From an optimization exercise on the open Yosys and OpenROAD flow, aimed at small area, a short achievable clock period and few clock cycles per item; shortcuts taken in it are not production practice. Where RTL was checked, it was by simulation tests only, not by an equivalence proof against the original.

the baseline:
Design rail_comp, start of the top module:
module rail_comp (
    input  wire               clk,
    input  wire               rst,         
    input  wire signed [15:0] b0,
    input  wire signed [15:0] b1,
    input  wire signed [15:0] b2,
    input  wire signed [15:0] b3,
    input  wire signed [15:0] a1,
    input  wire signed [15:0] a2,
    input  wire signed [15:0] a3,
    input  wire        [9:0]  cl,
    input  wire               in_valid,
    output wire               in_ready,
    input  wire signed [12:0] in_e,
    input  wire               in_clr,      
    output reg                out_valid,
    output reg         [9:0]  out_code,
    output reg                out_inlim
);
Size in the first run: ~5900 cells after synthesis, ~350 flip-flops, roughly 56000 sq um of cells after synthesis.
make LEC_CHECK=0 ABC_AREA=1 CAP_MARGIN=20 CORE_MARGIN=2 CORE_UTILIZATION=40 SLEW_MARGIN=20 SYNTH_HIERARCHICAL=1 finish   # period 40.0 ns
run.sh (not shown) runs the stock make flow with config.mk's settings and CLKGATE_MAP_FILE= SYNTH_SCRIPT=/design/flow/synth_recipe.tcl, a recipe that flattens the netlist after the stock synthesis.
The baseline: all stages complete, timing, DRC and antenna checks passed
Inputs modified between the baseline and the candidate:
Settings: CORE_UTILIZATION: 40 -> 65.
[summary]
Having completed the whole flow, the candidate delivered a layout that passed the timing, design-rule and antenna checks.
Comparing the candidate and the baseline, the lower overall die area is on the candidate.
The candidate vs. the baseline: first-pass GRT wire length saw a decrease; sequential share of layout area rose by 0.25 points.
The length of routed met3 wiring number comes out higher for the candidate vs the baseline.
Going from the baseline to the candidate, met2 wire length dropped 6.9%.
Lower routed via count divided by cell count was reported by the baseline, not the candidate.
For maximum achievable frequency, the baseline and the candidate come out practically identical.
Comparing the candidate and the baseline, the higher end-of-flow core utilization is on the candidate.
Taking the baseline as 1.0, the candidate lands at 0.894 on number of clock buffers inserted by TritonCTS.
No functional check of the RTL was part of any run of this note.

== job 2103 ==
Another version of the RTL of rail_comp (not shown whole).
Size in the first run: ~5,300 cells after synthesis, about 360 flip-flops, ~150 I/O pins, ~54,000 um2 of cells after synthesis.
==> flow/config.mk <==
export PLATFORM = sky130hd
export DESIGN_NAME = rail_comp
export DESIGN_NICKNAME = rail_comp
export VERILOG_FILES = /design/flow/design.v
export SDC_FILE = /design/flow/constraint.sdc
export NUM_CORES = 4
export LEC_CHECK = 0
export ABC_AREA = 1
export CAP_MARGIN = 20
export CORE_MARGIN = 2
export CORE_UTILIZATION = 60
export CTS_CLUSTER_DIAMETER = 150
export CTS_CLUSTER_SIZE = 20
export SLEW_MARGIN = 20
export SYNTH_HIERARCHICAL = 1
==> flow/constraint.sdc <==
create_clock -name core_clock -period 40.0 [get_ports {clk}]
set_input_delay 8.0000 -clock core_clock [delete_from_list [all_inputs] [get_ports {clk}]]
set_output_delay 8.0000 -clock core_clock [all_outputs]
set_load 0.01 [all_outputs]
standard.sh (not shown) runs the stock make flow with config.mk's settings and CLKGATE_MAP_FILE= SYNTH_SCRIPT=/design/flow/synth_recipe.tcl, a recipe that flattens the netlist after the stock synthesis.
==> flow/flow/run.sh <==
#!/bin/bash
# Standard layout, except that the port buffers that placement inserts are
# swapped for plain buffers (same pins, narrower) before clock-tree synthesis.
set -euo pipefail
R=orfs/results/${FLOW_PLATFORM}/rail_comp/base
bash standard.sh synth floorplan place > std_place.log 2>&1
openroad -no_init -exit flow/portbuf.tcl > portbuf.log 2>&1
bash standard.sh > std_finish.log 2>&1
==> flow/flow/portbuf.tcl <==
# Swap the port buffers of 3_place.odb for plain buffers of the same pins.
set res orfs/results/$::env(FLOW_PLATFORM)/rail_comp/base
read_db $res/3_place.odb
set db [ord::get_db]
set block [ord::get_db_block]
set ibuf [$db findMaster sky130_fd_sc_hd__buf_1]
set obuf [$db findMaster sky130_fd_sc_hd__buf_2]
set n 0
foreach inst [$block getInsts] {
  if {[[$inst getMaster] getName] ne "sky130_fd_sc_hd__clkdlybuf4s50_1"} { continue }
  set a [[$inst findITerm A] getNet]
  set x [[$inst findITerm X] getNet]
  if {$a ne "NULL" && [llength [$a getBTerms]] > 0} {
    $inst swapMaster $ibuf
    incr n
  } elseif {$x ne "NULL" && [llength [$x getBTerms]] > 0} {
    $inst swapMaster $obuf
    incr n
  }
}
puts "swapped $n port buffers"
write_db $res/3_place.odb
In summary, job 2103 completed successfully, with a layout that passed the timing, design-rule and antenna checks.
Testbench counts of job 2103, summed over its fixed seeds: cycles 12,024, samples 12,000.
--- input diff job 2103..job 7127 ---
Settings: clearing CTS_CLUSTER_DIAMETER, which used to be 150; swapping 60 for 50 in CORE_UTILIZATION; clearing CTS_CLUSTER_SIZE, which used to be 20.
## What came out
- Number of ordinary and repair buffers in the finished layout was lower in the run labelled job 7127.
- Job 7127 vs. job 2103: count of clock-net buffers in the final layout climbed 110%; final standard cell area without fillers climbed 2.3%.
Here is what was changed in the inputs of job 9158 compared with job 7127.
Settings: CORE_UTILIZATION: 50 -> 60; CTS_CLUSTER_SIZE: unset -> 27; CTS_CLUSTER_DIAMETER: unset -> 150.
[summary]
Delta (job 9158 minus job 7127): core utilization saw an increase; tightest slew margin relative to the limit saw a decrease. The count of clock-buffer cells in the layout in job 9158 sits about 60% below the value recorded for job 7127. Taking job 7127 as the reference, in job 9158 mean routed wirelength per cell increased about 1.6%; count of buffers from port buffering did not really move; worst hold slack has increased. Diff job 7127 -> job 9158: final worst-path cycle share closely matched the old numbers. Looking only at register share of the cell area, and setting everything else aside, the lower value of job 9158 and job 7127 goes to job 7127.

Setup of JK:
rail_comp, a different RTL version from the one above (not shown whole).
Size: about 150 I/O pins, roughly 56000 um2 of cells after synthesis.
export LEC_CHECK = 0
export ABC_AREA = 1
export CAP_MARGIN = 20
export CORE_MARGIN = 2
export CORE_UTILIZATION = 50
export SLEW_MARGIN = 20
export SYNTH_HIERARCHICAL = 1
create_clock -name core_clock -period 40.0 [get_ports {clk}]
Scripts as last shown in full above: flow/flow/run.sh, flow/flow/portbuf.tcl
> inputs changed (JK -> MS)
==> flow/run.sh (new file) <==
#!/bin/bash
# synth_recipe.tcl (not shown) runs the flow's synth.tcl, then flattens the netlist and writes it again
# the make line also repeats each setting of config.mk as NAME=value (left out here)
make -C /OpenROAD-flow-scripts/flow DESIGN_CONFIG=/design/flow/config.mk WORK_HOME=/design/flow/orfs CLKGATE_MAP_FILE= SYNTH_SCRIPT=/design/flow/synth_recipe.tcl finish
removed: flow/flow/run.sh
removed: flow/flow/portbuf.tcl
removed: flow/standard.sh
==> comparison <==
Final area on MS is behind JK.
Status: combined area of the multi-input logic cells parity (JK, MS)
Between MS and JK, the latest clock arrival within the worst-skew pair does not differ in any meaningful way.
Here is what was changed in the inputs of AL compared with MS.
-- flow/config.mk --
<<< MS, line 7
export LEC_CHECK = 0
export ABC_AREA = 1
export CAP_MARGIN = 20
export CORE_MARGIN = 2
export CORE_UTILIZATION = 50
export SLEW_MARGIN = 20
export SYNTH_HIERARCHICAL = 1
>>> AL, line 7
export LEC_CHECK = 0
export ABC_AREA = 1
export CAP_MARGIN = 60
export CORE_MARGIN = 2
export CORE_UTILIZATION = 50
export SLEW_MARGIN = 60
export SYNTH_HIERARCHICAL = 1
- Timing-limited maximum frequency: AL vs MS, no meaningful difference
- In AL the number of clock buffers in the layout turned out 3 lower than in MS.
- Detailed-route wire length in AL is 0.54% below MS.
- AL against MS: latest clock arrival within the worst-skew pair saw little to no change, worst hold slack saw little to no change, final-report setup violation count saw little to no change, shortest period the worst path allows saw an increase.
Inputs modified between AL and TR:
-- flow/config.mk --
<<< AL, line 7
export LEC_CHECK = 0
export ABC_AREA = 1
export CAP_MARGIN = 60
export CORE_MARGIN = 2
export CORE_UTILIZATION = 50
export SLEW_MARGIN = 60
export SYNTH_HIERARCHICAL = 1
>>> TR, line 7
export LEC_CHECK = 0
export ABC_AREA = 1
export CAP_MARGIN = 20
export CORE_MARGIN = 2
export CORE_UTILIZATION = 50
export CTS_BUF_LIST = sky130_fd_sc_hd__clkbuf_8
export CTS_CLUSTER_SIZE = 30
export SLEW_MARGIN = 20
export SYNTH_HIERARCHICAL = 1
Number of buffers added by the clock tree synthesis step for TR: 25 up relative to AL
In TR the final setup slack of the worst path turned out 0.098 ns lower than in AL.
Compared with AL, TR shows a post-layout minimum cycle time that is 0.098 ns higher.
Compared with AL, in TR number of cells on the critical path essentially unchanged; design area decreased about 1%.
No functional check of the RTL was part of any run of this note.

==> separate check: timing with driven ports <==
No port has a modelled driver above. Below, the same layouts with a new extraction and two added sets of constraints. Step 1: set_driving_cell puts a clkbuf_16 on clk and a buf_2 on each other input, an assumption about the parent block. Step 2, shift: input delay + t, output delay - t, t = (earliest + latest rising clock arrival at the registers) / 2. This alone moves slack from input paths to output paths. Slacks: ideal / step 1 / step 2; pairs: ideal / step 1.
run	t, ns	slack for setup (ns)	worst setup path at the end	clock arrival spread, ns	worst register clock-pin slew, ns
the baseline	0.728	30.499 / 30.424 / 30.269	input to register	0.064 / 0.063	0.07 / 0.07
the candidate	0.707	30.499 / 30.420 / 30.344	input to register	0.022 / 0.022	0.06 / 0.06
job 2103	0.676	30.938 / 30.863 / 30.811	input to register	0.050 / 0.051	0.10 / 0.10
job 7127	0.715	30.927 / 30.854 / 30.741	input to register	0.029 / 0.030	0.07 / 0.07
job 9158	0.670	30.942 / 30.870 / 30.828	input to register	0.041 / 0.040	0.12 / 0.12
JK	0.734	30.832 / 30.755 / 30.813	input to register	0.035 / 0.035	0.08 / 0.08
MS	0.736	30.478 / 30.401 / 30.430	input to register	0.035 / 0.035	0.08 / 0.08
AL	0.725	30.469 / 30.395 / 30.656	input to register	0.040 / 0.040	0.07 / 0.07
TR	0.850	30.372 / 30.299 / 30.379	input to register	0.095 / 0.094	0.07 / 0.07
After both steps every run listed still meets setup and hold. The setup slack of the baseline, which loses most, moves by -0.075 ns with the drivers and by -0.230 ns with both steps.
